Background: an optimization exercise with open tools, aiming at small area, a short achievable clock period and few clock cycles per item. Do not read the settings as production practice. The RTL was checked by simulation tests, not by an equivalence proof against the original design. Power figures rest on the tool's default switching activity, not on a simulated workload.

File: run.sh
#!/bin/bash
# synth_recipe.tcl (not shown) runs the flow's synth.tcl, then flattens the netlist and writes it again
# the make line also repeats each setting of config.mk as NAME=value (left out here)
make -C /OpenROAD-flow-scripts/flow DESIGN_CONFIG=/design/flow/config.mk WORK_HOME=/design/flow/orfs CLKGATE_MAP_FILE= SYNTH_SCRIPT=/design/flow/synth_recipe.tcl finish
File: config.mk
export PLATFORM = sky130hd
export DESIGN_NAME = rs144_dec
export DESIGN_NICKNAME = rs144_dec
export VERILOG_FILES = /design/flow/design.v
export SDC_FILE = /design/flow/constraint.sdc
export NUM_CORES = 4
export LEC_CHECK = 0
export CAP_MARGIN = 20
export CORE_MARGIN = 2
export CORE_UTILIZATION = 30
export PLACE_DENSITY = 0.45
export SLEW_MARGIN = 20
File: constraint.sdc
create_clock -name core_clock -period 10.0 [get_ports {clk}]
set_input_delay 2.0000 -clock core_clock [delete_from_list [all_inputs] [get_ports {clk}]]
set_output_delay 2.0000 -clock core_clock [all_outputs]
set_load 0.01 [all_outputs]
File: design.v
module rs144_dec (
  input  wire        clk,
  input  wire        rst,
  input  wire        in_valid,
  output wire        in_ready,
  input  wire [7:0]  in_data,
  output wire        out_valid,
  input  wire        out_ready,
  output wire        out_fail,
  output wire [2:0]  out_nerr,
  output wire [31:0] out_pos,
  output wire [31:0] out_val
);
  function automatic [7:0] gf_mul(input [7:0] a, input [7:0] b);
    integer i;
    reg [7:0] p, aa;
    begin
      p  = 8'h00;
      aa = a;
      for (i = 0; i < 8; i = i + 1) begin
        if (b[i]) p = p ^ aa;
        aa = {aa[6:0], 1'b0} ^ (aa[7] ? 8'h1D : 8'h00);
      end
      gf_mul = p;
    end
  endfunction
  function automatic [7:0] gf_inv(input [7:0] a);
    begin
      case (a)
      8'h00: gf_inv = 8'h00;
      8'h01: gf_inv = 8'h01;
      8'h02: gf_inv = 8'h8e;
      8'h03: gf_inv = 8'hf4;
      8'h04: gf_inv = 8'h47;
      8'h05: gf_inv = 8'ha7;
      8'h06: gf_inv = 8'h7a;
      8'h07: gf_inv = 8'hba;
      8'h08: gf_inv = 8'had;
      8'h09: gf_inv = 8'h9d;
      8'h0a: gf_inv = 8'hdd;
      8'h0b: gf_inv = 8'h98;
      8'h0c: gf_inv = 8'h3d;
      8'h0d: gf_inv = 8'haa;
      8'h0e: gf_inv = 8'h5d;
      8'h0f: gf_inv = 8'h96;
      8'h10: gf_inv = 8'hd8;
      8'h11: gf_inv = 8'h72;
      8'h12: gf_inv = 8'hc0;
      8'h13: gf_inv = 8'h58;
      8'h14: gf_inv = 8'he0;
      8'h15: gf_inv = 8'h3e;
      8'h16: gf_inv = 8'h4c;
      8'h17: gf_inv = 8'h66;
      8'h18: gf_inv = 8'h90;
      8'h19: gf_inv = 8'hde;
      8'h1a: gf_inv = 8'h55;
      8'h1b: gf_inv = 8'h80;
      8'h1c: gf_inv = 8'ha0;
      8'h1d: gf_inv = 8'h83;
      8'h1e: gf_inv = 8'h4b;
      8'h1f: gf_inv = 8'h2a;
      8'h20: gf_inv = 8'h6c;
      8'h21: gf_inv = 8'hed;
      8'h22: gf_inv = 8'h39;
      8'h23: gf_inv = 8'h51;
      8'h24: gf_inv = 8'h60;
      8'h25: gf_inv = 8'h56;
      8'h26: gf_inv = 8'h2c;
      8'h27: gf_inv = 8'h8a;
      8'h28: gf_inv = 8'h70;
      8'h29: gf_inv = 8'hd0;
      8'h2a: gf_inv = 8'h1f;
      8'h2b: gf_inv = 8'h4a;
      8'h2c: gf_inv = 8'h26;
      8'h2d: gf_inv = 8'h8b;
      8'h2e: gf_inv = 8'h33;
      8'h2f: gf_inv = 8'h6e;
      8'h30: gf_inv = 8'h48;
      8'h31: gf_inv = 8'h89;
      8'h32: gf_inv = 8'h6f;
      8'h33: gf_inv = 8'h2e;
      8'h34: gf_inv = 8'ha4;
      8'h35: gf_inv = 8'hc3;
      8'h36: gf_inv = 8'h40;
      8'h37: gf_inv = 8'h5e;
      8'h38: gf_inv = 8'h50;
      8'h39: gf_inv = 8'h22;
      8'h3a: gf_inv = 8'hcf;
      8'h3b: gf_inv = 8'ha9;
      8'h3c: gf_inv = 8'hab;
      8'h3d: gf_inv = 8'h0c;
      8'h3e: gf_inv = 8'h15;
      8'h3f: gf_inv = 8'he1;
      8'h40: gf_inv = 8'h36;
      8'h41: gf_inv = 8'h5f;
      8'h42: gf_inv = 8'hf8;
      8'h43: gf_inv = 8'hd5;
      8'h44: gf_inv = 8'h92;
      8'h45: gf_inv = 8'h4e;
      8'h46: gf_inv = 8'ha6;
      8'h47: gf_inv = 8'h04;
      8'h48: gf_inv = 8'h30;
      8'h49: gf_inv = 8'h88;
      8'h4a: gf_inv = 8'h2b;
      8'h4b: gf_inv = 8'h1e;
      8'h4c: gf_inv = 8'h16;
      8'h4d: gf_inv = 8'h67;
      8'h4e: gf_inv = 8'h45;
      8'h4f: gf_inv = 8'h93;
      8'h50: gf_inv = 8'h38;
      8'h51: gf_inv = 8'h23;
      8'h52: gf_inv = 8'h68;
      8'h53: gf_inv = 8'h8c;
      8'h54: gf_inv = 8'h81;
      8'h55: gf_inv = 8'h1a;
      8'h56: gf_inv = 8'h25;
      8'h57: gf_inv = 8'h61;
      8'h58: gf_inv = 8'h13;
      8'h59: gf_inv = 8'hc1;
      8'h5a: gf_inv = 8'hcb;
      8'h5b: gf_inv = 8'h63;
      8'h5c: gf_inv = 8'h97;
      8'h5d: gf_inv = 8'h0e;
      8'h5e: gf_inv = 8'h37;
      8'h5f: gf_inv = 8'h41;
      8'h60: gf_inv = 8'h24;
      8'h61: gf_inv = 8'h57;
      8'h62: gf_inv = 8'hca;
      8'h63: gf_inv = 8'h5b;
      8'h64: gf_inv = 8'hb9;
      8'h65: gf_inv = 8'hc4;
      8'h66: gf_inv = 8'h17;
      8'h67: gf_inv = 8'h4d;
      8'h68: gf_inv = 8'h52;
      8'h69: gf_inv = 8'h8d;
      8'h6a: gf_inv = 8'hef;
      8'h6b: gf_inv = 8'hb3;
      8'h6c: gf_inv = 8'h20;
      8'h6d: gf_inv = 8'hec;
      8'h6e: gf_inv = 8'h2f;
      8'h6f: gf_inv = 8'h32;
      8'h70: gf_inv = 8'h28;
      8'h71: gf_inv = 8'hd1;
      8'h72: gf_inv = 8'h11;
      8'h73: gf_inv = 8'hd9;
      8'h74: gf_inv = 8'he9;
      8'h75: gf_inv = 8'hfb;
      8'h76: gf_inv = 8'hda;
      8'h77: gf_inv = 8'h79;
      8'h78: gf_inv = 8'hdb;
      8'h79: gf_inv = 8'h77;
      8'h7a: gf_inv = 8'h06;
      8'h7b: gf_inv = 8'hbb;
      8'h7c: gf_inv = 8'h84;
      8'h7d: gf_inv = 8'hcd;
      8'h7e: gf_inv = 8'hfe;
      8'h7f: gf_inv = 8'hfc;
      8'h80: gf_inv = 8'h1b;
      8'h81: gf_inv = 8'h54;
      8'h82: gf_inv = 8'ha1;
      8'h83: gf_inv = 8'h1d;
      8'h84: gf_inv = 8'h7c;
      8'h85: gf_inv = 8'hcc;
      8'h86: gf_inv = 8'he4;
      8'h87: gf_inv = 8'hb0;
      8'h88: gf_inv = 8'h49;
      8'h89: gf_inv = 8'h31;
      8'h8a: gf_inv = 8'h27;
      8'h8b: gf_inv = 8'h2d;
      8'h8c: gf_inv = 8'h53;
      8'h8d: gf_inv = 8'h69;
      8'h8e: gf_inv = 8'h02;
      8'h8f: gf_inv = 8'hf5;
      8'h90: gf_inv = 8'h18;
      8'h91: gf_inv = 8'hdf;
      8'h92: gf_inv = 8'h44;
      8'h93: gf_inv = 8'h4f;
      8'h94: gf_inv = 8'h9b;
      8'h95: gf_inv = 8'hbc;
      8'h96: gf_inv = 8'h0f;
      8'h97: gf_inv = 8'h5c;
      8'h98: gf_inv = 8'h0b;
      8'h99: gf_inv = 8'hdc;
      8'h9a: gf_inv = 8'hbd;
      8'h9b: gf_inv = 8'h94;
      8'h9c: gf_inv = 8'hac;
      8'h9d: gf_inv = 8'h09;
      8'h9e: gf_inv = 8'hc7;
      8'h9f: gf_inv = 8'ha2;
      8'ha0: gf_inv = 8'h1c;
      8'ha1: gf_inv = 8'h82;
      8'ha2: gf_inv = 8'h9f;
      8'ha3: gf_inv = 8'hc6;
      8'ha4: gf_inv = 8'h34;
      8'ha5: gf_inv = 8'hc2;
      8'ha6: gf_inv = 8'h46;
      8'ha7: gf_inv = 8'h05;
      8'ha8: gf_inv = 8'hce;
      8'ha9: gf_inv = 8'h3b;
      8'haa: gf_inv = 8'h0d;
      8'hab: gf_inv = 8'h3c;
      8'hac: gf_inv = 8'h9c;
      8'had: gf_inv = 8'h08;
      8'hae: gf_inv = 8'hbe;
      8'haf: gf_inv = 8'hb7;
      8'hb0: gf_inv = 8'h87;
      8'hb1: gf_inv = 8'he5;
      8'hb2: gf_inv = 8'hee;
      8'hb3: gf_inv = 8'h6b;
      8'hb4: gf_inv = 8'heb;
      8'hb5: gf_inv = 8'hf2;
      8'hb6: gf_inv = 8'hbf;
      8'hb7: gf_inv = 8'haf;
      8'hb8: gf_inv = 8'hc5;
      8'hb9: gf_inv = 8'h64;
      8'hba: gf_inv = 8'h07;
      8'hbb: gf_inv = 8'h7b;
      8'hbc: gf_inv = 8'h95;
      8'hbd: gf_inv = 8'h9a;
      8'hbe: gf_inv = 8'hae;
      8'hbf: gf_inv = 8'hb6;
      8'hc0: gf_inv = 8'h12;
      8'hc1: gf_inv = 8'h59;
      8'hc2: gf_inv = 8'ha5;
      8'hc3: gf_inv = 8'h35;
      8'hc4: gf_inv = 8'h65;
      8'hc5: gf_inv = 8'hb8;
      8'hc6: gf_inv = 8'ha3;
      8'hc7: gf_inv = 8'h9e;
      8'hc8: gf_inv = 8'hd2;
      8'hc9: gf_inv = 8'hf7;
      8'hca: gf_inv = 8'h62;
      8'hcb: gf_inv = 8'h5a;
      8'hcc: gf_inv = 8'h85;
      8'hcd: gf_inv = 8'h7d;
      8'hce: gf_inv = 8'ha8;
      8'hcf: gf_inv = 8'h3a;
      8'hd0: gf_inv = 8'h29;
      8'hd1: gf_inv = 8'h71;
      8'hd2: gf_inv = 8'hc8;
      8'hd3: gf_inv = 8'hf6;
      8'hd4: gf_inv = 8'hf9;
      8'hd5: gf_inv = 8'h43;
      8'hd6: gf_inv = 8'hd7;
      8'hd7: gf_inv = 8'hd6;
      8'hd8: gf_inv = 8'h10;
      8'hd9: gf_inv = 8'h73;
      8'hda: gf_inv = 8'h76;
      8'hdb: gf_inv = 8'h78;
      8'hdc: gf_inv = 8'h99;
      8'hdd: gf_inv = 8'h0a;
      8'hde: gf_inv = 8'h19;
      8'hdf: gf_inv = 8'h91;
      8'he0: gf_inv = 8'h14;
      8'he1: gf_inv = 8'h3f;
      8'he2: gf_inv = 8'he6;
      8'he3: gf_inv = 8'hf0;
      8'he4: gf_inv = 8'h86;
      8'he5: gf_inv = 8'hb1;
      8'he6: gf_inv = 8'he2;
      8'he7: gf_inv = 8'hf1;
      8'he8: gf_inv = 8'hfa;
      8'he9: gf_inv = 8'h74;
      8'hea: gf_inv = 8'hf3;
      8'heb: gf_inv = 8'hb4;
      8'hec: gf_inv = 8'h6d;
      8'hed: gf_inv = 8'h21;
      8'hee: gf_inv = 8'hb2;
      8'hef: gf_inv = 8'h6a;
      8'hf0: gf_inv = 8'he3;
      8'hf1: gf_inv = 8'he7;
      8'hf2: gf_inv = 8'hb5;
      8'hf3: gf_inv = 8'hea;
      8'hf4: gf_inv = 8'h03;
      8'hf5: gf_inv = 8'h8f;
      8'hf6: gf_inv = 8'hd3;
      8'hf7: gf_inv = 8'hc9;
      8'hf8: gf_inv = 8'h42;
      8'hf9: gf_inv = 8'hd4;
      8'hfa: gf_inv = 8'he8;
      8'hfb: gf_inv = 8'h75;
      8'hfc: gf_inv = 8'h7f;
      8'hfd: gf_inv = 8'hff;
      8'hfe: gf_inv = 8'h7e;
      8'hff: gf_inv = 8'hfd;
      endcase
    end
  endfunction
  function automatic [7:0] alpha_pow(input integer j);
    integer i;
    reg [7:0] p;
    begin
      p = 8'h01;
      for (i = 0; i < j; i = i + 1)
        p = {p[6:0], 1'b0} ^ (p[7] ? 8'h1D : 8'h00);
      alpha_pow = p;
    end
  endfunction
  function automatic [7:0] chien_start(input integer i);
    begin
      case (i)
        0:       chien_start = 8'h01;
        1:       chien_start = 8'h81;
        2:       chien_start = 8'h12;
        3:       chien_start = 8'he7;
        default: chien_start = 8'h19;
      endcase
    end
  endfunction
  localparam [2:0] S_IN    = 3'd0,
                   S_BM_D  = 3'd1,
                   S_BM_U  = 3'd2,
                   S_OMEGA = 3'd3,
                   S_CHIEN = 3'd4,
                   S_FIN   = 3'd5,
                   S_OUT   = 3'd6;
  reg  [2:0] state;
  reg  [7:0] cnt;            
  reg  [2:0] r;              
  reg  [7:0] syn   [0:7];
  reg  [7:0] lam   [0:4];    
  reg  [7:0] bb    [0:4];    
  reg  [7:0] gam;
  reg  [7:0] delta;
  reg  [3:0] len;            
  reg  [7:0] tl    [0:4];    
  reg  [7:0] tw    [0:3];    
  reg  [2:0] nfound;
  reg        fail;
  reg  [7:0] pos   [0:3];
  reg  [7:0] val   [0:3];
  assign in_ready  = (state == S_IN);
  assign out_valid = (state == S_OUT);
  assign out_fail  = fail;
  assign out_nerr  = nfound;
  assign out_pos   = {pos[3], pos[2], pos[1], pos[0]};
  assign out_val   = {val[3], val[2], val[1], val[0]};
  reg [7:0] disc;            
  reg [7:0] omega [0:3];     
  reg [7:0] lam_val;         
  reg [7:0] lam_odd;         
  reg [7:0] om_val;          
  reg [7:0] err_val;
  integer i, k;
  always @* begin
    disc = 8'h00;
    for (i = 0; i < 5; i = i + 1)
      if ({1'b0, r} >= i[3:0])
        disc = disc ^ gf_mul(lam[i], syn[r - i[2:0]]);
    for (i = 0; i < 4; i = i + 1) begin
      omega[i] = 8'h00;
      for (k = 0; k <= i; k = k + 1)
        omega[i] = omega[i] ^ gf_mul(lam[k], syn[i - k]);
    end
    lam_val = tl[0] ^ tl[1] ^ tl[2] ^ tl[3] ^ tl[4];
    lam_odd = tl[1] ^ tl[3];
    om_val  = tw[0] ^ tw[1] ^ tw[2] ^ tw[3];
    err_val = gf_mul(om_val, gf_inv(lam_odd));
  end
  always @(posedge clk) begin
    if (rst) begin
      state  <= S_IN;
      cnt    <= 8'd0;
      r      <= 3'd0;
      nfound <= 3'd0;
      fail   <= 1'b0;
      for (i = 0; i < 4; i = i + 1) begin
        pos[i] <= 8'h00;
        val[i] <= 8'h00;
      end
    end else begin
      case (state)
        S_IN: begin
          if (in_valid) begin
            for (i = 0; i < 8; i = i + 1)
              syn[i] <= (cnt == 8'd0 ? 8'h00 : gf_mul(syn[i], alpha_pow(i))) ^ in_data;
            if (cnt == 8'd143) begin
              cnt   <= 8'd0;
              r     <= 3'd0;
              len   <= 4'd0;
              gam   <= 8'h01;
              lam[0] <= 8'h01;
              bb[0]  <= 8'h01;
              for (i = 1; i < 5; i = i + 1) begin
                lam[i] <= 8'h00;
                bb[i]  <= 8'h00;
              end
              state <= S_BM_D;
            end else begin
              cnt <= cnt + 8'd1;
            end
          end
        end
        S_BM_D: begin
          delta <= disc;
          state <= S_BM_U;
        end
        S_BM_U: begin
          lam[0] <= gf_mul(gam, lam[0]);
          for (i = 1; i < 5; i = i + 1)
            lam[i] <= gf_mul(gam, lam[i]) ^ gf_mul(delta, bb[i-1]);
          if (delta != 8'h00 && {len, 1'b0} <= {2'b00, r}) begin
            for (i = 0; i < 5; i = i + 1)
              bb[i] <= lam[i];
            len <= {1'b0, r} + 4'd1 - len;
            gam <= delta;
          end else begin
            bb[0] <= 8'h00;
            for (i = 1; i < 5; i = i + 1)
              bb[i] <= bb[i-1];
          end
          r <= r + 3'd1;
          state <= (r == 3'd7) ? S_OMEGA : S_BM_D;
        end
        S_OMEGA: begin
          for (i = 0; i < 5; i = i + 1)
            tl[i] <= gf_mul(lam[i], chien_start(i));
          for (i = 0; i < 4; i = i + 1)
            tw[i] <= gf_mul(omega[i], chien_start(i));
          nfound <= 3'd0;
          cnt    <= 8'd0;
          state  <= S_CHIEN;
        end
        S_CHIEN: begin
          if (lam_val == 8'h00) begin
            if (nfound < 3'd4) begin
              pos[nfound[1:0]] <= cnt;
              val[nfound[1:0]] <= err_val;
            end
            nfound <= nfound + 3'd1;
          end
          for (i = 0; i < 5; i = i + 1)
            tl[i] <= gf_mul(tl[i], alpha_pow(i));
          for (i = 0; i < 4; i = i + 1)
            tw[i] <= gf_mul(tw[i], alpha_pow(i));
          if (cnt == 8'd143) begin
            cnt   <= 8'd0;
            state <= S_FIN;
          end else begin
            cnt <= cnt + 8'd1;
          end
        end
        S_FIN: begin
          if (len > 4'd4 || {1'b0, nfound} != len) begin
            fail   <= 1'b1;
            nfound <= 3'd0;
            for (i = 0; i < 4; i = i + 1) begin
              pos[i] <= 8'h00;
              val[i] <= 8'h00;
            end
          end else begin
            fail <= 1'b0;
            for (i = 0; i < 4; i = i + 1)
              if (i[2:0] >= nfound) begin
                pos[i] <= 8'h00;
                val[i] <= 8'h00;
              end
          end
          state <= S_OUT;
        end
        S_OUT: begin
          if (out_ready)
            state <= S_IN;
        end
        default: state <= S_IN;
      endcase
    end
  end
endmodule
==> impl_metrics.toml, run 1 <==
[global_routing]
grt_max_degree = 88
grt_pass1_wl_um = 294000
grt_pass1_vias = 40400
gr-total-overflow = 0
track_usage_pct = 25.1
antenna_found_initial = 4

[timing]
final.period_utilization_pct = 53.7
hold_viol = 0
clock.fmax_mhz = 186
relSlewSlack_pct = 20.5
whs_ns = 0.541
finalSetupViolations = 0
tightestPinTransition_ns = 1.19
skew_ns = 0.0398
tns_ns = 0
report.final.slew_viol_count = 0
final.min_clock_period_ns = 5.37
rsz0062_at_grt = "no"

[drt]
drt_iter0_drc = 4956
dr_total_vias = 42200
drc_errors = 0
routed_via_density = 5.38
ant_nets = 0
met1_length_um = 87800
top_layer_used = "met5"
wl_met3_um = 15000
wl_per_cell_um = 25.9
first_pass_iters = 13
routed_wirelength_um = 203000
route.met2.wl_um = 90400

[worst_setup_path]
ff2ff_setup_slack_ns = 4.63
critPathKind = "reg -> reg"
cp-endpoint = "delta[2]"
worst-path-max-fanout = 34
ff2ff_path_depth = 15
worstSetupStartpoint = "r[1]"
worstPathArrival_ns = 5.73
r2r_end = "delta[2]"
worstReg2RegStart = "r[1]"
required_ns = 10.36
end_kind = "flop"
critPathLaunchType = "flop"

[min_path]
hold_path_class = "reg -> reg"

[cts]
h-tree-depth = 2
cts_made_buffers = 43
cts_max_path_buffers = 3
ctsResizeCount = 0
clkTransAtPathRegs_ns = 0.06
cts_hold_buf = 0
cts_tree = "built"
root_buffer = "clkbuf_16"
cts_setup_buffers = 0
cts_sinks = 310
clock_latency_ns = 0.64

[logic_synthesis]
syn_avg_cell_area_um2 = 7.68
synth-seq-cells = 310
ys_warn_count = 7
synth_cells = 5999
synth_top_flop_cell = "edfxtp_1"
synth_area_um2 = 46100
synthArstFlopShare_pct = 0
synth-edff-count = 292
ys_types = 106
synth_nets = 6045
yosysSeqAreaShare_pct = 19.8

[run]
cap_violations = 0

[power]
powerDensity_nw_per_um2 = 98.3
power.leakage_nw = 16.9
power.total_w = 0.00494
max-vdd-ir-drop_v = 0.000143

[cells_and_area]
drive_gt1_share_pct = 7.41
synthToLayoutAreaGrowth_pct = 9.07
final_cells = 7843
antennaDiodeCount = 0
finalNetCount = 5824
stdcell_area_um2 = 50300

[floorplan]
die_h_um = 396
start_util_pct = 30.3
num_rows = 143
dieArea_um2 = 157000
core_um2 = 152000
ioPinCount = 82
die_w_um = 396

[placed_design]
place_congestion = 0.924
dp_cells = 7762
dpl.hpwl_um = 135000
port_buffers = 81
place_area_um2 = 48800

[outcome]
status = "no timing/DRC/antenna violations"
==> cells in the final DEF (no fill, tap or decap), types with 15 or more instances in the layout <==
cell type        synthesis  routed
clkbuf_16                0      43
inv_1                   44      44
dfxtp_1                 18      17
nand2_1               1558    1556
o22ai_1                 18      18
nor2_1                 423     421
edfxtp_1               292     292
nand3_1                 66      66
and3_1                  23      23
o21ai_1                 16      17
a211oi_1                21      20
xor2_1                 409     397
nor4_1                  15      15
xnor2_1               1420    1412
o21ai_0                135     134
o221ai_1                15      15
nor2b_1                 41      41
a21oi_1                152     151
buf_4                   19     190
clkdlybuf4s50_1          0      81
o211ai_1                29      29
xor2_2                  17      25
mux2i_1                 59      59
nor3_1                  58      56
xor3_1                  18      18
ha_1                    33      30
a222oi_1                37      37
a31oi_1                 42      42
a311oi_1                16      16
xnor3_1                 51      51
xnor2_2                 17      23
a22oi_1                 76      76
nand2b_1                38      38
mux2_2                  44      44
==> cell type report <==
cell class / instances / area (um2)
fill: 16100 / 102000
multi-input combinational: 5099 / 34700
sequential: 310 / 9130
tap: 2030 / 2540
timing repair buffer: 272 / 2260
clock buffer: 57 / 1150
clock inverter: 23 / 248
inverter: 52 / 195
==> where the power goes <==
group / leakage (nW) / total [W] / switching [W] / internal (W)
Sequential: 3.01 / 0.00162 / 0.0000700 / 0.00155
Clock: 0.670 / 0.00155 / 0.000673 / 0.000875
Combinational: 13.2 / 0.00177 / 0.000939 / 0.000835
==> cells in the mapped netlist, types with 44 or more instances <==
library cell  count  area share, %
nand2_1        1558             13
xnor2_1        1420             27
nor2_1          423            3.4
xor2_1          409            7.8
clkbuf_1        342            2.8
edfxtp_1        292             19
a21oi_1         152            1.7
o21ai_0         135            1.5
buf_1            90           0.73
a22oi_1          76            1.2
buf_2            71           0.77
nand3_1          66           0.72
mux2i_1          59            1.3
nor3_1           58           0.63
xnor3_1          51            2.5
inv_1            44           0.36
mux2_2           44            1.1
==> per-stage QoR <==
step                      utilization [%]  setup WS, ns
after detailed placement             32.1          4.40
after global placement               32.1          4.39
after floorplan                         -          4.07
after CTS                            33.0          4.40
after global routing                 33.0          4.31
final                                33.0          4.63
==> worst max-delay path, cell delays in order (launching register included) <==
cell and delay [ns]:
dfxtp_1 0.50, ha_1 0.23, buf_4 0.38, ha_1 0.51, buf_4 0.38, or3_1 0.42
or3_1 0.43, mux2i_1 0.81, nand2b_1 0.22, xnor2_1 0.14, xnor2_1 0.16, xnor2_1 0.18
xnor2_1 0.16, xnor2_1 0.15, xnor2_1 0.17, xnor3_1 0.24
==> sequential cells by signal, indices dropped and copies added (netlist names) <==
| register | flops |
|---|---|
| nfound | 3 |
| syn | 64 |
| val | 32 |
| bb | 32 |
| cnt | 8 |
| pos | 32 |
| tw | 32 |
| r | 3 |
| delta | 8 |
| state | 3 |
| fail | 1 |
| gam | 8 |
| lam | 40 |
| tl | 40 |
| len | 4 |
==> how the worst min path moves through the flow <==
| stage | start | cells after the start | slack (ns) | endpoint |
|---|---|---|---|---|
| after floorplan | lam[0][1] | 0 | 0.42 | tl[0][1] |
| after global placement | fail | 2 | 0.55 | fail |
| after detailed placement | fail | 2 | 0.54 | fail |
| after CTS | fail | 2 | 0.56 | fail |
| after global routing | fail | 2 | 0.58 | fail |
| final | fail | 2 | 0.54 | fail |
==> logic make-up after synthesis <==
logic type | count (synthesis) | share of synthesized area, %
DFF | 310 | 19.8
and+or+nand+nor | 2285 | 20.0
xor gates and xnor gates | 1942 | 40.0
buffers and inverters | 590 | 5.44
AOI/OAI and AO/OA | 722 | 10.8
adders and majority gates | 34 | 0.939
muxes | 116 | 2.99
==> layer usage <==
layer	vias up	GRT usage, %
li1	19100	-
met1	20600	34.6
met2	2055	39.4
met3	434	2.98
met4	2	11.2
met5	-	0
Testbench counts, summed over its fixed seeds: cycles 245,600, items 800.
==> inputs of run 2 (changes only) <==
--- a/design.v
+++ b/design.v
@@ -298,172 +298,243 @@
   endfunction
-  function automatic [7:0] chien_start(input integer i);
-    begin
-      case (i)
-        0:       chien_start = 8'h01;
-        1:       chien_start = 8'h81;
-        2:       chien_start = 8'h12;
-        3:       chien_start = 8'he7;
-        default: chien_start = 8'h19;
-      endcase
-    end
-  endfunction
-  localparam [2:0] S_IN    = 3'd0,
-                   S_BM_D  = 3'd1,
-                   S_BM_U  = 3'd2,
-                   S_OMEGA = 3'd3,
-                   S_CHIEN = 3'd4,
-                   S_FIN   = 3'd5,
-                   S_OUT   = 3'd6;
-  reg  [2:0] state;
-  reg  [7:0] cnt;            
-  reg  [2:0] r;              
-  reg  [7:0] syn   [0:7];
-  reg  [7:0] lam   [0:4];    
-  reg  [7:0] bb    [0:4];    
-  reg  [7:0] gam;
-  reg  [7:0] delta;
-  reg  [3:0] len;            
-  reg  [7:0] tl    [0:4];    
-  reg  [7:0] tw    [0:3];    
-  reg  [2:0] nfound;
-  reg        fail;
-  reg  [7:0] pos   [0:3];
-  reg  [7:0] val   [0:3];
-  assign in_ready  = (state == S_IN);
-  assign out_valid = (state == S_OUT);
-  assign out_fail  = fail;
-  assign out_nerr  = nfound;
-  assign out_pos   = {pos[3], pos[2], pos[1], pos[0]};
-  assign out_val   = {val[3], val[2], val[1], val[0]};
-  reg [7:0] disc;            
-  reg [7:0] omega [0:3];     
-  reg [7:0] lam_val;         
-  reg [7:0] lam_odd;         
-  reg [7:0] om_val;          
-  reg [7:0] err_val;
-  integer i, k;
+  integer i;
+  reg  [7:0] syn [0:7];
+  reg  [7:0] acnt;           
+  reg        afull;          
+  reg        in_rdy;
+  reg  [2:0] bph;            
+  localparam [2:0] B_IDLE = 3'd0, B_INIT = 3'd1, B_BM = 3'd2, B_OM = 3'd3,
+                   B_DONE = 3'd4, B_HAND = 3'd5;
+  wire       b_idle = (bph == B_IDLE);
+  wire       acc   = in_valid & in_rdy;
+  wire       alast = (acnt == 8'd143);
+  reg  [7:0] syn_nx [0:7];
   always @* begin
-    disc = 8'h00;
-    for (i = 0; i < 5; i = i + 1)
-      if ({1'b0, r} >= i[3:0])
-        disc = disc ^ gf_mul(lam[i], syn[r - i[2:0]]);
-    for (i = 0; i < 4; i = i + 1) begin
-      omega[i] = 8'h00;
-      for (k = 0; k <= i; k = k + 1)
-        omega[i] = omega[i] ^ gf_mul(lam[k], syn[i - k]);
-    end
-    lam_val = tl[0] ^ tl[1] ^ tl[2] ^ tl[3] ^ tl[4];
-    lam_odd = tl[1] ^ tl[3];
-    om_val  = tw[0] ^ tw[1] ^ tw[2] ^ tw[3];
-    err_val = gf_mul(om_val, gf_inv(lam_odd));
+    for (i = 0; i < 8; i = i + 1)
+      syn_nx[i] = ((acnt == 8'd0) ? 8'h00 : gf_mul(syn[i], alpha_pow(i))) ^ in_data;
   end
+  wire       b_load_now  = acc & alast & b_idle;
+  wire       b_load_full = afull & b_idle;
+  wire       b_load      = b_load_now | b_load_full;
+  wire       afull_nx    = afull ? ~b_idle : (acc & alast & ~b_idle);
+  assign in_ready = in_rdy;
   always @(posedge clk) begin
     if (rst) begin
-      state  <= S_IN;
-      cnt    <= 8'd0;
-      r      <= 3'd0;
-      nfound <= 3'd0;
-      fail   <= 1'b0;
-      for (i = 0; i < 4; i = i + 1) begin
-        pos[i] <= 8'h00;
-        val[i] <= 8'h00;
+      acnt   <= 8'd0;
+      afull  <= 1'b0;
+      in_rdy <= 1'b1;
+    end else begin
+      if (acc)
+        acnt <= alast ? 8'd0 : acnt + 8'd1;
+      afull  <= afull_nx;
+      in_rdy <= ~afull_nx;
+    end
+    if (acc)
+      for (i = 0; i < 8; i = i + 1)
+        syn[i] <= syn_nx[i];
+  end
+  reg  [7:0] S   [0:7];
+  reg  [7:0] lam [0:4];      
+  reg  [7:0] E   [0:4];      
+  reg  [7:0] gam, d, tmp;
+  reg  [3:0] L;
+  reg  [2:0] k;              
+  reg  [3:0] sc;              
+  wire [7:0] s0 = S[2];      
+  wire       s0nz = |s0;
+  wire       bm   = (bph == B_BM);
+  wire       om   = (bph == B_OM);
+  wire       dph  = (bm | om) & (sc < 4'd5);         
+  wire       uph  = bm & (sc >= 4'd5);               
+  wire       ua   = uph & sc[0];                     
+  wire       ub   = uph & ~sc[0];                    
+  wire       ufirst = (sc == 4'd6);                  
+  wire [7:0] ma = ub ? E[0] : lam[0];
+  wire [7:0] mb = dph ? S[0] : (ua ? gam : d);
+  wire [7:0] prod = gf_mul(ma, mb);
+  wire       cond  = (|d) && ({L, 1'b0} <= {2'b00, k});
+  wire       dmask = bm | ({1'b0, sc[2:0]} <= {1'b0, k});
+  wire [7:0] lam_new = tmp ^ (ufirst ? 8'h00 : prod);
+  wire [7:0] e_push  = cond ? lam[0] : (ufirst ? 8'h00 : E[0]);
+  wire       lam_rot = dph | ub;
+  wire       e_rot   = (bm & (sc < 4'd4)) | ub | (om & (sc == 4'd5));
+  wire       c_commit;       
+  wire       c_load_b;       
+  always @(posedge clk) begin
+    if (b_load) begin
+      for (i = 0; i < 8; i = i + 1)
+        S[i] <= b_load_now ? syn_nx[(10 - i) % 8] : syn[(10 - i) % 8];
+    end else begin
+      for (i = 0; i < 7; i = i + 1)
+        S[i] <= S[i+1];
+      S[7] <= S[0];
+    end
+    if (bph == B_INIT) begin
+      lam[0] <= 8'h01;
+      lam[1] <= s0;
+      lam[2] <= 8'h00;
+      lam[3] <= 8'h00;
+      lam[4] <= 8'h00;
+      E[0]   <= s0nz ? 8'h01 : 8'h00;
+      E[1]   <= s0nz ? 8'h00 : 8'h01;
+      E[2]   <= 8'h00;
+      E[3]   <= 8'h00;
+      E[4]   <= 8'h00;
+      gam    <= s0nz ? s0 : 8'h01;
+      L      <= s0nz ? 4'd1 : 4'd0;
+    end else begin
+      if (lam_rot) begin
+        for (i = 0; i < 4; i = i + 1)
+          lam[i] <= lam[i+1];
+        lam[4] <= ub ? lam_new : lam[0];
       end
+      if (e_rot) begin
+        for (i = 0; i < 4; i = i + 1)
+          E[i] <= E[i+1];
+        E[4] <= ub ? e_push : (om ? d : E[0]);
+      end
+      if (bm && sc == 4'd14 && cond) begin
+        gam <= d;
+        L   <= {1'b0, k} + 4'd1 - L;
+      end
+    end
+    if (dph) begin
+      if (sc == 4'd0)
+        d <= dmask ? prod : 8'h00;
+      else if (dmask)
+        d <= d ^ prod;
+    end
+    if (ua)
+      tmp <= prod;
+  end
+  always @(posedge clk) begin
+    if (rst) begin
+      bph <= B_IDLE;
     end else begin
-      case (state)
-        S_IN: begin
-          if (in_valid) begin
-            for (i = 0; i < 8; i = i + 1)
-              syn[i] <= (cnt == 8'd0 ? 8'h00 : gf_mul(syn[i], alpha_pow(i))) ^ in_data;
-            if (cnt == 8'd143) begin
-              cnt   <= 8'd0;
-              r     <= 3'd0;
-              len   <= 4'd0;
-              gam   <= 8'h01;
-              lam[0] <= 8'h01;
-              bb[0]  <= 8'h01;
-              for (i = 1; i < 5; i = i + 1) begin
-                lam[i] <= 8'h00;
-                bb[i]  <= 8'h00;
-              end
-              state <= S_BM_D;
-            end else begin
-              cnt <= cnt + 8'd1;
-            end
-          end
-        end
-        S_BM_D: begin
-          delta <= disc;
-          state <= S_BM_U;
-        end
-        S_BM_U: begin
-          lam[0] <= gf_mul(gam, lam[0]);
-          for (i = 1; i < 5; i = i + 1)
-            lam[i] <= gf_mul(gam, lam[i]) ^ gf_mul(delta, bb[i-1]);
-          if (delta != 8'h00 && {len, 1'b0} <= {2'b00, r}) begin
-            for (i = 0; i < 5; i = i + 1)
-              bb[i] <= lam[i];
-            len <= {1'b0, r} + 4'd1 - len;
-            gam <= delta;
-          end else begin
-            bb[0] <= 8'h00;
-            for (i = 1; i < 5; i = i + 1)
-              bb[i] <= bb[i-1];
-          end
-          r <= r + 3'd1;
-          state <= (r == 3'd7) ? S_OMEGA : S_BM_D;
-        end
-        S_OMEGA: begin
-          for (i = 0; i < 5; i = i + 1)
-            tl[i] <= gf_mul(lam[i], chien_start(i));
-          for (i = 0; i < 4; i = i + 1)
-            tw[i] <= gf_mul(omega[i], chien_start(i));
-          nfound <= 3'd0;
-          cnt    <= 8'd0;
-          state  <= S_CHIEN;
-        end
-        S_CHIEN: begin
-          if (lam_val == 8'h00) begin
-            if (nfound < 3'd4) begin
-              pos[nfound[1:0]] <= cnt;
-              val[nfound[1:0]] <= err_val;
-            end
-            nfound <= nfound + 3'd1;
-          end
-          for (i = 0; i < 5; i = i + 1)
-            tl[i] <= gf_mul(tl[i], alpha_pow(i));
-          for (i = 0; i < 4; i = i + 1)
-            tw[i] <= gf_mul(tw[i], alpha_pow(i));
-          if (cnt == 8'd143) begin
-            cnt   <= 8'd0;
-            state <= S_FIN;
-          end else begin
-            cnt <= cnt + 8'd1;
+      case (bph)
+        B_IDLE: if (b_load) bph <= B_INIT;
+        B_INIT: begin
+          bph <= B_BM;
+          k   <= 3'd1;
+          sc   <= 4'd0;
+        end
+        B_BM: begin
+          if (sc == 4'd14) begin
+            sc <= 4'd0;
+            if (k == 3'd7) begin
+              k   <= 3'd0;
+              bph <= B_OM;
+            end else
+              k <= k + 3'd1;
+          end else
+            sc <= sc + 4'd1;
+        end
+        B_OM: begin
+          if (sc == 4'd6) begin
+            sc <= 4'd0;
+            k <= k + 3'd1;
+          end else
+            sc <= sc + 4'd1;
+          if (k == 3'd3 && sc == 4'd5)
+            bph <= B_DONE;
+        end
+        B_DONE: if (c_load_b) bph <= B_HAND;
+        B_HAND: if (c_commit) bph <= B_IDLE;
+        default: bph <= B_IDLE;
+      endcase
+    end
+  end
+  reg  [7:0] tl [0:4];
+  reg  [7:0] tw [0:3];
+  reg        c_run;
+  reg  [7:0] cpos;
+  reg        v1, first1, last1, r1;
+  reg  [7:0] pos1, inv1, ov1;
+  reg        ov_valid, o_fail;
+  reg  [2:0] o_nerr, nf;
+  reg  [2:0] wL;
+  reg        wbig;
+  reg  [7:0] pos [0:3];
+  reg  [7:0] val [0:3];
+  wire       c_free   = ~c_run | (cpos == 8'd0);
+  wire       c_abort  = v1 & first1 & ov_valid & ~out_ready;
+  assign     c_commit = v1 & first1 & ~c_abort;
+  assign     c_load_b = (bph == B_DONE) & c_free;
+  wire       c_load   = c_load_b | c_abort;
+  wire [7:0] lam_val = tl[0] ^ tl[1] ^ tl[2] ^ tl[3] ^ tl[4];
+  wire [7:0] lam_odd = tl[1] ^ tl[3];
+  wire [7:0] om_val  = tw[0] ^ tw[1] ^ tw[2] ^ tw[3];
+  always @(posedge clk) begin
+    if (c_load) begin
+      for (i = 0; i < 5; i = i + 1)
+        tl[i] <= lam[i];
+      for (i = 0; i < 4; i = i + 1)
+        tw[i] <= E[i+1];
+    end else begin
+      for (i = 1; i < 5; i = i + 1)
+        tl[i] <= gf_mul(tl[i], alpha_pow(255 - i));
+      for (i = 1; i < 4; i = i + 1)
+        tw[i] <= gf_mul(tw[i], alpha_pow(255 - i));
+    end
+    if (c_load)
+      cpos <= 8'd143;
+    else
+      cpos <= cpos - 8'd1;
+    r1     <= ~|lam_val;
+    inv1   <= gf_inv(lam_odd);
+    ov1    <= om_val;
+    pos1   <= cpos;
+    first1 <= (cpos == 8'd143);
+    last1  <= (cpos == 8'd0);
+  end
+  wire [1:0] wl_cur  = first1 ? L[1:0] : wL[1:0];
+  wire [2:0] nf_cur  = first1 ? 3'd0 : nf;
+  wire [1:0] slot    = wl_cur - 2'd1 - nf_cur[1:0];
+  wire [2:0] nf_fin  = nf_cur + {2'b00, r1};
+  wire [7:0] err_val = gf_mul(ov1, inv1);
+  wire       wr      = v1 & ~c_abort;
+  wire       fin_fail = wbig | (nf_fin != wL);
+  always @(posedge clk) begin
+    if (rst) begin
+      c_run    <= 1'b0;
+      v1       <= 1'b0;
+      ov_valid <= 1'b0;
+    end else begin
+      if (c_load)
+        c_run <= 1'b1;
+      else if (cpos == 8'd0)
+        c_run <= 1'b0;
+      v1 <= c_run & ~c_abort;
+      if (ov_valid & out_ready)
+        ov_valid <= 1'b0;
+      if (wr & last1)
+        ov_valid <= 1'b1;
+    end
+    if (wr) begin
+      if (first1) begin
+        wL   <= L[2:0];
+        wbig <= (L > 4'd4);
+      end
+      nf <= nf_fin;
+      if (r1)
+        for (i = 0; i < 4; i = i + 1)
+          if (slot == i[1:0]) begin
+            pos[i] <= pos1;
+            val[i] <= err_val;
           end
-        end
-        S_FIN: begin
-          if (len > 4'd4 || {1'b0, nfound} != len) begin
-            fail   <= 1'b1;
-            nfound <= 3'd0;
-            for (i = 0; i < 4; i = i + 1) begin
-              pos[i] <= 8'h00;
-              val[i] <= 8'h00;
-            end
-          end else begin
-            fail <= 1'b0;
-            for (i = 0; i < 4; i = i + 1)
-              if (i[2:0] >= nfound) begin
-                pos[i] <= 8'h00;
-                val[i] <= 8'h00;
-              end
+      if (last1) begin
+        o_fail <= fin_fail;
+        o_nerr <= fin_fail ? 3'd0 : nf_fin;
+        for (i = 0; i < 4; i = i + 1)
+          if (fin_fail || i[2:0] >= wL) begin
+            pos[i] <= 8'h00;
+            val[i] <= 8'h00;
           end
-          state <= S_OUT;
-        end
-        S_OUT: begin
-          if (out_ready)
-            state <= S_IN;
-        end
-        default: state <= S_IN;
-      endcase
+      end
     end
   end
+  assign out_valid = ov_valid;
+  assign out_fail  = o_fail;
+  assign out_nerr  = o_nerr;
+  assign out_pos   = {pos[3], pos[2], pos[1], pos[0]};
+  assign out_val   = {val[3], val[2], val[1], val[0]};
 endmodule
==> run 2 against run 1 <==
Compared with the run above: utilization up 1.4 points; final area down 43%; sequential share of layout area up 20 points; count of clock-buffer cells in the layout up 22; final cell count down 48%; still clean on timing, DRC and antenna; flip-flop and latch count up 131; wire length down 60%; clock power up about 20%; critical endpoint is now lam[4][1]; synthesized cell count down 51%; non-clock buffer count down 153.
==> impl_metrics.toml, run 2 <==
[logic_synthesis]
synth-edff-count = 214
ys_types = 90
synth_cells = 2932
synth_area_leaders = "edfxtp_1 (25%), dfxtp_1 (18%), xnor2_1 (10%), nand2_1 (9.4%), a21oi_1 (4.5%)"
ys_warn_count = 10
yosys.area_share.simple_pct = 17.9
synth_top_family_by_area = "simple AND/OR/NAND/NOR gates"
synth_compound_gate_area_share_pct = 16.0
synth_fa_ha_area_share_pct = 1.70
yosysSeqAreaShare_pct = 43.1
synth_top_area_cell = "edfxtp_1"
muxShareOfSynthArea_pct = 1.12
synth.most_common_cell = "nand2_1"
syn_avg_cell_area_um2 = 8.67
synthTopCellsByCount = "nand2_1 (635), xnor2_1 (301), a21oi_1 (231), dfxtp_1 (227), edfxtp_1 (214)"
synth_top_flop_cell = "dfxtp_1"
synth_area_um2 = 25400
synth_top_cell_area_share_pct = 25.3
synth_xor_area_share_pct = 15.9
synth-seq-cells = 441
synthArstFlopShare_pct = 0
synth_nets = 2978

[run]
cap_violations = 0

[worst_setup_path]
worstReg2RegStart = "bph[1]"
critPathLaunchType = "flop"
path_delay_family = "XOR/XNOR gates"
ff2ff_path_depth = 10
crit_chain = "nor3b_2 > a21boi_0 > o31ai_1 > nor2_2 > xor2_1 > xnor3_1 > xnor2_2 > nand2_1 > xor2_1 > a21oi_1"
worstPathArrival_ns = 4.87
end_kind = "flop"
cpMostUsedCell = "xor2_1"
r2r_end = "lam[4][1]"
slowest_stage = "o31ai_1"
required_ns = 10.47
slowest_delay_ns = 0.93
worst-path-max-fanout = 15
ff2ff_setup_slack_ns = 5.60
critPathKind = "reg -> reg"
crit_buf_inv = 0

[power]
max-vdd-ir-drop_v = 0.000328
power.leakage_nw = 10.3
powerDensity_nw_per_um2 = 383

[cts]
clock_latency_ns = 0.61
cts_setup_buffers = 0
cts_made_buffers = 52
clkTransAtPathRegs_ns = 0.06
cts_max_path_buffers = 3
cts_hold_buf = 0
cts_sinks = 441
root_buffer = "clkbuf_16"
ctsResizeCount = 0
h-tree-depth = 2
cts_tree = "built"

[timing]
rsz0062_at_grt = "no"
clock.fmax_mhz = 227
report.final.slew_viol_count = 0
tns_ns = 0
finalSetupViolations = 0
tightestPinTransition_ns = 1.05
relSlewSlack_pct = 29.4
final.period_utilization_pct = 44.0
skew_ns = 0.0187
final.min_clock_period_ns = 4.40
hold_viol = 0

[cells_and_area]
finalNetCount = 2921
final_common_cell = "nand2_1"
top_regs = "S x64, syn x64"
drive_gt1_share_pct = 6.10
antennaDiodeCount = 0
final_cells = 4053
synthToLayoutAreaGrowth_pct = 13.3
final_cell_mix = "nand2_1 (633), xnor2_1 (298), a21oi_1 (231)"

[min_path]
worstHoldStart = "cpos[1]"
whs_path_depth = 0
hold_path_class = "reg -> reg"
whs_endpoint = "pos1[1]"

[placed_design]
dpl.hpwl_um = 53100
dp_cells = 3955
port_buffers = 81
place_congestion = 0.908

[floorplan]
dieArea_um2 = 87100
die_h_um = 295
core_um2 = 83800
die_w_um = 295
num_rows = 106
ioPinCount = 82
start_util_pct = 30.3

[drt]
routed_via_density = 5.15
dr_total_vias = 20900
drt_iter0_drc = 1885
wl_per_cell_um = 19.8
first_pass_iters = 8
drc_errors = 0
ant_nets = 0
routed_wirelength_um = 80400

[global_routing]
grt_pass1_wl_um = 124000
grt_pass1_vias = 20300
antenna_found_initial = 0
grt_max_degree = 105
gr-total-overflow = 0
track_usage_pct = 18.1

[outcome]
status = "no timing/DRC/antenna violations"
-- run 2: changes by cell type after synthesis, sizes merged, moves of 161 or more --
cell,delta
dfxtp,+209
nand2,-922
clkbuf,-161
xor2,-305
xnor2,-1136
nor2,-213
-- run 2: final cells by class --
cell class / count / area, um2
fill: 8754 / 55000
multi-input combinational: 2228 / 13500
sequential: 441 / 11000
clock buffer: 79 / 1500
tap: 1134 / 1420
timing repair buffer: 119 / 1100
clock inverter: 19 / 155
inverter: 33 / 124
-- run 2: metal layers --
layer | track usage, % | vias to the layer above | part of all wire [%]
met1 | 25.8 | 10100 | 47
met2 | 28.2 | 659 | 44
li1 | - | 10000 | -
met5 | 0 | - | 0
met4 | 5.68 | 0 | 2.8
met3 | 2.50 | 140 | 5.8
-- run 2: how the worst max path moves through the flow --
stage / startpoint / endpoint / slack, ns / depth (start not counted)
CTS: bph[1] / lam[4][1] / 5.66 / 10
floorplan: out_ready / nf[0] / 5.81 / 3
global route: bph[1] / lam[4][1] / 5.28 / 10
global placement: in_valid / S[4][2] / 5.40 / 9
finish: bph[1] / lam[4][1] / 5.60 / 10
detailed placement: in_valid / S[1][4] / 5.35 / 9
-- run 2: report_power, final --
group	leakage (nW)	switching (W)	total [W]	internal (W)
Clock	0.816	0.000793	0.00186	0.00106
Combinational	5.68	0.00423	0.00654	0.00231
Sequential	3.84	0.000424	0.00265	0.00222
-- run 2: stage by stage --
stage	util [%]	worst slack, ns	hold WS [ns]	cell area, um2	power [W]
final	34.4	5.60	0.404	28800	0.0110
after global routing	34.4	5.28	0.406	28800	0.0117
after CTS	34.4	5.66	0.403	28800	0.0110
after detailed placement	32.4	5.35	0.392	27200	0.00907
after global placement	32.4	5.40	0.388	27100	0.00906
after floorplan	-	5.81	0.367	25400	0.00715
-- run 2: logic make-up after synthesis --
kind of cell / after synthesis
and+or+nand+nor: 1072
buffers and inverters: 263
DFF: 441
xor gates and xnor gates: 439
adders and majority gates: 34
AOI/OAI and AO/OA: 660
muxes: 23
-- run 2: worst reg2reg max path, stage by stage, from the launching register on --
cell      delay (ns)
dfxtp_1         0.71
nor3b_2         0.74
a21boi_0        0.26
o31ai_1         0.93
nor2_2          0.09
xor2_1          0.22
xnor3_1         0.47
xnor2_2         0.26
nand2_1         0.10
xor2_1          0.36
a21oi_1         0.13
Testbench counts of run 2, summed over its fixed seeds: cycles 117,440, items 800.

-- port drivers added, routing unchanged --
No port has a modelled driver above. Below, the same layouts with a new extraction and two added sets of constraints.
Step 1 (the two cells are an assumption about what drives the block):
set clk [get_ports {clk}]
set_driving_cell -lib_cell sky130_fd_sc_hd__clkbuf_16 $clk
set_driving_cell -lib_cell sky130_fd_sc_hd__buf_2 [delete_from_list [all_inputs] $clk]
Step 2, shift: input delay + t, output delay - t, t = (earliest + latest rising clock arrival at the registers) / 2. This alone moves slack from input paths to output paths.
a / b / c = ideal ports / drivers / drivers and shift; a / b = the first two.
run	t, ns	setup slack, ns	clock arrival spread, ns	slew at the worst register clock pin (ns)	worst slew at a driven data input, ns
run 1	0.696	4.630 / 4.630 / 4.491	0.040 / 0.041	0.07 / 0.07	0.03
run 2	0.661	5.601 / 5.601 / 5.318	0.019 / 0.020	0.06 / 0.06	0.03
After both steps setup and hold are still met in every run listed. The setup slack of run 2, which loses most, moves by 0.000 ns with the drivers and by -0.283 ns with both steps.
